Context: an optimization exercise on an open-source flow, tuned for small area, a short achievable clock period and few clock cycles per item. The choices shown serve that exercise and are no tape-out recipe.
Only the layout flow was run in this run; the RTL was not checked for function there.

==> design/flow/design.v <==
module bq_cascade (
    input             clk,
    input             rst,         
    input             cfg_we,
    input      [2:0]  cfg_sec,
    input      [2:0]  cfg_idx,
    input      [35:0] cfg_data,
    input             in_valid,
    output            in_ready,
    input      [35:0] in_data,
    output reg        out_valid,
    output reg [35:0] out_data,
    output reg        out_sat
);
    localparam NSEC = 8;
    localparam [35:0] ONE = 36'sd1 << 32;    
    localparam S_IDLE   = 2'd0;
    localparam S_MAC    = 2'd1;
    localparam S_NARROW = 2'd2;
    reg signed [35:0] coef [0:NSEC*5-1];
    reg signed [35:0] hx1 [0:NSEC-1];
    reg signed [35:0] hx2 [0:NSEC-1];
    reg signed [35:0] hy1 [0:NSEC-1];
    reg signed [35:0] hy2 [0:NSEC-1];
    reg signed [35:0] res [0:NSEC-1];
    reg [1:0]         state;
    reg [2:0]         sec;
    reg [2:0]         tap;
    reg signed [35:0] xin;        
    reg signed [95:0] acc;
    reg               sat_any;
    integer i;
    assign in_ready = (state == S_IDLE);
    reg signed [35:0] op;
    reg signed [35:0] cf;
    always @(*) begin
        case (tap)
            3'd0:    op = xin;
            3'd1:    op = hx1[sec];
            3'd2:    op = hx2[sec];
            3'd3:    op = hy1[sec];
            default: op = hy2[sec];
        endcase
        cf = coef[sec*5 + tap];
    end
    wire signed [71:0] prod     = op * cf;
    wire signed [95:0] prod_ext = {{24{prod[71]}}, prod};
    wire signed [95:0] res_ext  = {{60{res[sec][35]}}, res[sec]};
    wire signed [63:0] q_floor = acc[95:32];
    wire               q_inc   = acc[31] & ((|acc[30:0]) | q_floor[0]);
    wire signed [63:0] q_full  = q_floor + {63'd0, q_inc};
    wire signed [95:0] r_full  = acc - {q_full, 32'd0};
    wire q_hi = (q_full > 64'sh0000_0007_FFFF_FFFF);
    wire q_lo = (q_full < -64'sh0000_0008_0000_0000);
    wire q_sat = q_hi | q_lo;
    wire signed [35:0] q_out = q_hi ? 36'sh7_FFFF_FFFF :
                               q_lo ? 36'sh8_0000_0000 :
                                      q_full[35:0];
    always @(posedge clk) begin
        if (rst) begin
            state     <= S_IDLE;
            sec       <= 3'd0;
            tap       <= 3'd0;
            xin       <= 36'sd0;
            acc       <= 96'sd0;
            sat_any   <= 1'b0;
            out_valid <= 1'b0;
            out_data  <= 36'sd0;
            out_sat   <= 1'b0;
            for (i = 0; i < NSEC; i = i + 1) begin
                coef[i*5 + 0] <= ONE;
                coef[i*5 + 1] <= 36'sd0;
                coef[i*5 + 2] <= 36'sd0;
                coef[i*5 + 3] <= 36'sd0;
                coef[i*5 + 4] <= 36'sd0;
                hx1[i] <= 36'sd0;
                hx2[i] <= 36'sd0;
                hy1[i] <= 36'sd0;
                hy2[i] <= 36'sd0;
                res[i] <= 36'sd0;
            end
        end else begin
            out_valid <= 1'b0;
            if (cfg_we && cfg_idx < 3'd5)
                coef[cfg_sec*5 + cfg_idx] <= cfg_data;
            case (state)
                S_IDLE: begin
                    if (in_valid) begin
                        xin     <= in_data;
                        sec     <= 3'd0;
                        tap     <= 3'd0;
                        sat_any <= 1'b0;
                        state   <= S_MAC;
                    end
                end
                S_MAC: begin
                    if (tap == 3'd0)
                        acc <= res_ext + prod_ext;
                    else if (tap < 3'd3)
                        acc <= acc + prod_ext;
                    else
                        acc <= acc - prod_ext;
                    if (tap == 3'd4) begin
                        tap   <= 3'd0;
                        state <= S_NARROW;
                    end else begin
                        tap <= tap + 3'd1;
                    end
                end
                S_NARROW: begin
                    hx2[sec] <= hx1[sec];
                    hx1[sec] <= xin;
                    hy2[sec] <= hy1[sec];
                    hy1[sec] <= q_out;
                    res[sec] <= q_sat ? 36'sd0 : r_full[35:0];
                    xin      <= q_out;
                    if (sec == NSEC - 1) begin
                        out_valid <= 1'b1;
                        out_data  <= q_out;
                        out_sat   <= sat_any | q_sat;
                        state     <= S_IDLE;
                    end else begin
                        sat_any <= sat_any | q_sat;
                        sec     <= sec + 3'd1;
                        state   <= S_MAC;
                    end
                end
                default: state <= S_IDLE;
            endcase
        end
    end
endmodule
==> design/flow/run.sh <==
#!/bin/bash
# synth_recipe.tcl (not shown) runs the flow's synth.tcl, then flattens the netlist and writes it again
# the make line also repeats each setting of config.mk as NAME=value (left out here)
make -C /OpenROAD-flow-scripts/flow DESIGN_CONFIG=/design/flow/config.mk WORK_HOME=/design/flow/orfs CLKGATE_MAP_FILE= SYNTH_SCRIPT=/design/flow/synth_recipe.tcl finish
==> design/flow/config.mk <==
export PLATFORM = sky130hd
export DESIGN_NAME = bq_cascade
export DESIGN_NICKNAME = bq_cascade
export VERILOG_FILES = /design/flow/design.v
export SDC_FILE = /design/flow/constraint.sdc
export NUM_CORES = 8
export LEC_CHECK = 0
export CAP_MARGIN = 20
export CORE_MARGIN = 2
export CORE_UTILIZATION = 30
export SLEW_MARGIN = 20
==> design/flow/constraint.sdc <==
create_clock -name core_clock -period 16.0 [get_ports {clk}]
set_input_delay 3.2000 -clock core_clock [delete_from_list [all_inputs] [get_ports {clk}]]
set_output_delay 3.2000 -clock core_clock [all_outputs]
set_load 0.01 [all_outputs]
==> summary.txt <==
layout make-up:
type	instances	area, um2	area share
repair buffers	926	8650	0.03336
clock inverters	227	2434	0.009387
inverters	1443	5439	0.02098
diodes	37	92.59	0.0003571
flip-flops and latches	3926	116100	0.4478
well taps	10110	12650	0.04880
clock buffers	513	10640	0.04105
multi-input cells	10720	103300	0.3983
critical path: cells and delay by family, from the launching register on:
kind / cells / cell delay [ps]
AND/OR/NAND/NOR: 6 / 1720
XOR/XNOR: 2 / 270
AO/OA/AOI/OAI: 20 / 5080
buffers and inverters: 10 / 1660
multiplexers: 2 / 1250
flip-flops: 1 / 670
adder cells (fa/ha/maj): 10 / 4750
state kept, by name, indices dropped and copies added, names as in the netlist, 96 cells and up, named ones only:
register,count
hx1,288
hy1,288
hy2,288
res,288
coef,2304
acc,96
hx2,288
cells by family (layout without fill, tap and decap cells):
family	count (synthesis)	in the layout	share of synthesized area
fa+ha+maj	1798	1798	0.1448
buf+inv	2668	3109	0.04449
simple gates	5854	5854	0.1297
mux	1245	1252	0.1157
compound gates	1472	1473	0.04134
other cells	0	37	0
xor+xnor	339	339	0.01307
flops	3926	3926	0.5109
metal layers:
layer	share of wire	wire, um	global-route usage	vias to the layer above
met1	0.39	281200	0.2387	76150
li1	-	-	-	61280
met3	0.087	63180	0.03001	1261
met5	0.00016	115	0	-
met4	0.043	31260	0.06187	18
met2	0.48	347600	0.3079	6661
cells in the mapped netlist, types with 172 or more instances:
master	count
nor2_1	1506
a21oi_1	397
edfxtp_1	3744
fa_1	1384
nand2_1	1286
inv_1	1438
dfxtp_1	182
ha_1	414
o21ai_0	295
and3_1	514
mux4_2	1101
xnor2_1	219
and2_1	1820
clkbuf_1	1057
nor3_1	172
stage by stage:
stage | cells | setup slack, ps | area, um2 | hold WS (ps)
after floorplan | 17300 | 445.1 | 227200 | 466.1
after global placement | 27060 | -17.07 | 244900 | 483.2
after detailed placement | 27070 | 151.5 | 245000 | 493.8
after CTS | 27810 | 92.61 | 258100 | 502.8
after global routing | 27890 | -83.95 | 259200 | 530.0
final | 27900 | 489.3 | 259300 | 502.5
worst paths after layout:
| kind | slack (ps) | cells after the start | end | start |
|---|---|---|---|---|
| max reg2reg | 490 | 50 | acc[94] | register |
| min | 500 | 2 | out_data[23] | out_data[23] |
| min reg2reg | 500 | 2 | out_data[23] | out_data[23] |
| max | 490 | 50 | acc[94] | register |
cell usage in the layout (no fill, tap or decap), types with 73 or more instances in the layout:
cell type        count
a21o_1             141
a21oi_1            389
buf_4              682
o22ai_1             73
clkbuf_16          406
nor2b_1            112
buf_12             112
mux2i_1            103
o21ai_0            247
inv_1             1434
clkinv_1            97
and3_1             513
mux4_2            1103
xnor2_1            216
fa_1              1381
nor2_1            1431
nor3_1             165
dfxtp_1            178
clkdlybuf4s50_1     83
edfxtp_1          3744
a211oi_1            83
xor2_1             118
nand4_1             97
nand2_1           1270
ha_1               410
and2_1            1819
nand3_1            104
clkbuf_1            99
timing repair:
action,in CTS,in global routing
setup buffers,0,40
endpoints found under the setup margin,0,29
resized for setup,0,58
==> summary.txt <==
Status -> finished clean
Mapped cell area -> 0.2272 mm2
Worst Path Arrival -> 16390 ps
Row count -> 319
Worst-Margin Slew -> 1269 ps
Height of the die -> 874.2 um
Area grow syn2layout -> 14.12%
Vias per cell -> 5.211
Max-Cap Viols -> 0
FF+latch count, synth -> 3926
Vias in the first global route -> 150100
Clock buffer count from CTS -> 405
Crit path time final -> 15510 ps
Layout Utilization -> 0.3435
Seq/Total Area, Yosys -> 0.5109
Critical path class -> reg -> reg
GRT overflow -> 0
Most used flip-flop cell after synthesis -> edfxtp_1
CP Launch Type -> register
Global placer's final weighted congestion -> 0.9108
Number of flops mapped to enable cells by yosys -> 3744
Post-synth top area share -> 0.4949
Largest net degree at the start of global routing -> 257
CP max-delay cell -> a2111oi_1
Critical Path RT -> 16880 ps
I/O Buffers -> 120
CP endpoint kind -> register
IO Pins -> 121
Total GRT Usage -> 0.1824
Leading area contributor after synthesis -> edfxtp_1
Final Cycle Share -> 0.9694
Drc violations -> 0
CTS sink cnt -> 3926
Synth Instances -> 17300
Starting Density -> 0.3010
Peak Freq -> 0.06447 GHz
DR vias -> 145400
Cell mode on critical path -> fa_1
Setup TNS -> 0 ps
First-pass DRT Iterations -> 9
First-pass GRT wire length -> 1042000 um
Ys Warns -> 1
Clk root buf -> clkbuf_16
H-tree Lvls -> 5
Cell variety after synth -> 98
Top post-synthesis cells by area -> edfxtp_1, fa_1, mux4_2, and2_1, nor2_1
Die area -> 0.7642 mm2
Clock edge transition at the registers on the reported setup and hold paths -> 60 ps
Layout cells sized above 1 -> 0.1603
Clk buf depth -> 4
Skew final -> 120.9 ps
Critical path's largest stage delay -> 830 ps
Final setup vio count -> 0
Drt wl/cell -> 25.93 um
Later-pin clock latency in the skew report -> 1050 ps
CTS tree -> done
Total Routed Length -> 723300 um
Core area -> 0.7548 mm2
Initial antenna violation count -> 48
Die width -> 874.2 um
DRT antenna net count -> 0
Share of flip-flops with an asynchronous set or reset -> 0
Hold Vio Cnt, Final -> 0
Syn_area_per_cell -> 13.13 um2
RSZ-0062 raised after global routing -> yes
Post-DP HPWL -> 455800 um
Tightest Hold Check Type -> reg -> reg
Nets -> 19300
Max FO, Critical Path -> 24
Layout fillers -> 72770
1st-iter DRT viols -> 15280
Post-Syn Nets -> 19180
Final Max Slew Viols -> 0
Rel. slew slack -> 0.1506
Post-cts hold buffer count -> 0

## re-timing with driven ports
How much do the figures lean on ideal ports? The routed layout below was timed once more, with nothing changed but the port constraints. Step 1: set_driving_cell puts a clkbuf_16 on clk and a buf_2 on each other input, an assumption about the parent block. Step 2 also shifts input and output timing later by t, the mid clock arrival at the registers, as if the neighbouring blocks saw the same clock. Slacks: ideal ports / drivers / drivers and shift; pairs: ideal ports / drivers.
t (ns): 1.128
slack for setup (ns): 0.489 / 0.489 / 0.489
worst setup path after step 2: register to register
slew at the worst register clock pin (ns): 0.09 / 0.09
After both steps this run still meets setup and hold. For this run, drivers alone change the setup slack by 0.000 ns; drivers and shift together by 0.000 ns.
